Background: an optimization exercise with open tools, aiming at small area, a short achievable clock period and few clock cycles per item. Do not read the settings as production practice. Where RTL was checked, it was by simulation tests only, not by an equivalence proof against the original.

Setup of 06-28:
==> flow/design.v (excerpt) <==
module aes_enc_core (
    input  wire         clk,
    input  wire         rst,         
    input  wire         key_load,    
    input  wire [1:0]   key_len,     
    input  wire [255:0] key,         
    input  wire         in_valid,
    output reg          in_ready,
    input  wire [127:0] in_data,
    output reg          out_valid,
    output wire [127:0] out_data
);
Size: roughly 1,100 flip-flops, ~520 I/O pins, ~63,000 µm² of cells after synthesis.
export LEC_CHECK = 0
export CAP_MARGIN = 20
export CORE_MARGIN = 2
export CORE_UTILIZATION = 50
export SLEW_MARGIN = 20
create_clock -name core_clock -period 10.0 [get_ports {clk}]
standard.sh (not shown) runs the stock make flow with config.mk's settings and CLKGATE_MAP_FILE= SYNTH_SCRIPT=/design/flow/synth_recipe.tcl, a recipe that flattens the netlist after the stock synthesis.
==> flow/flow/run.sh <==
#!/bin/bash
# Own layout flow: the standard flow (standard.sh, with its synthesis
# script and steps) with these settings changed:
#  - synthesis maps the logic with the ABC script in flow/abc.script (an
#    area-oriented mapping) instead of ORFS's speed script;
#  - the make variables listed in flow/make_vars.txt (one VAR=value per
#    line) are added to both make runs: among them SETUP_SLACK_MARGIN, so
#    that the timing repair steps aim for extra setup slack and the layout is
#    sized for a short period, although the clock stays at the design's.
# Each tool's output goes to a log file of its own in this folder.
set -uo pipefail
W=$PWD
SD=$W/scripts_own
rm -rf "$SD"; mkdir -p "$SD"
for f in "$FLOW_HOME"/scripts/*; do ln -s "$f" "$SD/"; done
rm -f "$SD/abc_area.script"; cp "$W/flow/abc.script" "$SD/abc_area.script"
VARS=()
if [[ -f "$W/flow/make_vars.txt" ]]; then
  while IFS= read -r line; do
    [[ -z "$line" || "$line" == \#* ]] && continue
    VARS+=("$line")
  done < "$W/flow/make_vars.txt"
fi
bash standard.sh SCRIPTS_DIR="$SD" ABC_AREA=1 "${VARS[@]}" synth > "$W/synth.log" 2>&1 || { tail -30 "$W/synth.log"; exit 1; }
bash standard.sh "${VARS[@]}" finish > "$W/layout.log" 2>&1 || { tail -30 "$W/layout.log"; exit 1; }
==> flow/flow/abc.script <==
&get -n
&st
&dch
&nf -a -R 1000
&put
==> flow/flow/make_vars.txt <==
SETUP_SLACK_MARGIN=6.5
BUFFER_PORTS_ARGS=-buffer_cell sky130_fd_sc_hd__buf_2
Testbench counts of 06-28, summed over its fixed seeds: cycles 22,059, items 1,687.
### 06-28 -> 06-17
- setting SYNTH_HIERARCHICAL to 1 for the first time
==> run notes <==
06-17 vs 06-28 on post-detailed-route wirelength per cell: 06-17 is the higher one.
Compared with 06-28, 06-17 shows a higher proportion of layout cells with a drive suffix above 1.
Total number of vias delta for 06-17 relative to 06-28: about 2.6% lower
The via count of the first global-routing pass number comes out lower for 06-17 vs 06-28.
From 06-28 to 06-17, setup violation total in the final timing report did not move at all.
Lower core utilization was reported by 06-17, not 06-28.
Compare 06-28 and 06-17 | routed wire length higher: 06-28


aes_enc_core, a different RTL version from the one above (not shown whole).
Size: about 8200 cells after synthesis, about 1100 flip-flops, ~520 I/O pins, ~70000 µm² of cells after synthesis.
==> flow/config.mk <==
export PLATFORM = sky130hd
export DESIGN_NAME = aes_enc_core
export DESIGN_NICKNAME = aes_enc_core
export VERILOG_FILES = /design/flow/design.v
export SDC_FILE = /design/flow/constraint.sdc
export NUM_CORES = 8
export LEC_CHECK = 0
export CAP_MARGIN = 20
export CORE_MARGIN = 2
export CORE_UTILIZATION = 60
export SLEW_MARGIN = 20
==> flow/constraint.sdc <==
create_clock -name core_clock -period 10.0 [get_ports {clk}]
set_input_delay 2.0000 -clock core_clock [delete_from_list [all_inputs] [get_ports {clk}]]
set_output_delay 2.0000 -clock core_clock [all_outputs]
set_load 0.01 [all_outputs]
==> flow/flow/abc.script <==
strash
dch
map -a
Scripts as last shown in full above: flow/flow/run.sh, flow/flow/make_vars.txt
The first run finished but failed the layout checks on antenna rules.
==> next run, changes <==
--- a/flow/config.mk
+++ b/flow/config.mk
@@ -8,4 +8,4 @@
 export CAP_MARGIN = 20
 export CORE_MARGIN = 2
-export CORE_UTILIZATION = 60
+export CORE_UTILIZATION = 40
 export SLEW_MARGIN = 20
Now the flow went through all stages and came out clean.
Sequential share of layout area drops by 0.29 points.
Design area climbs by 0.93%.
Worst setup slack got worse by 0.0071 ns.
Critical path depth climbs by 5.
Clock skew climbs by 0.017 ns.
No run of this note included a check of the RTL's function; only the layout flow was run.

[what the ideal ports hide]
The results above use ideal ports. As a check the final layouts listed here were re-extracted and re-timed, cells and wires unchanged.
Step 1 sets driving cells, clkbuf_16 on the clock port and buf_2 on the other inputs (assumed; they add their load-dependent delay and slew).
Step 2, shift: input delay + t, output delay - t, t = (earliest + latest rising clock arrival at the registers) / 2. This alone moves slack from input paths to output paths.
a / b / c = no drivers / after step 1 / after step 2; a / b = the first two.
run	t, ns	setup slack, ns	worst register clock-pin slew, ns
06-28	0.815	6.488 / 6.522 / 5.707	0.07 / 0.07
06-17	0.829	6.433 / 6.494 / 5.665	0.07 / 0.07
the first run of note 2	0.823	6.437 / 6.437 / 5.743	0.07 / 0.07
the second run of note 2	0.890	6.430 / 6.430 / 5.697	0.07 / 0.07
For 06-28, which loses most, drivers alone change the setup slack by +0.034 ns; drivers and shift together by -0.781 ns.
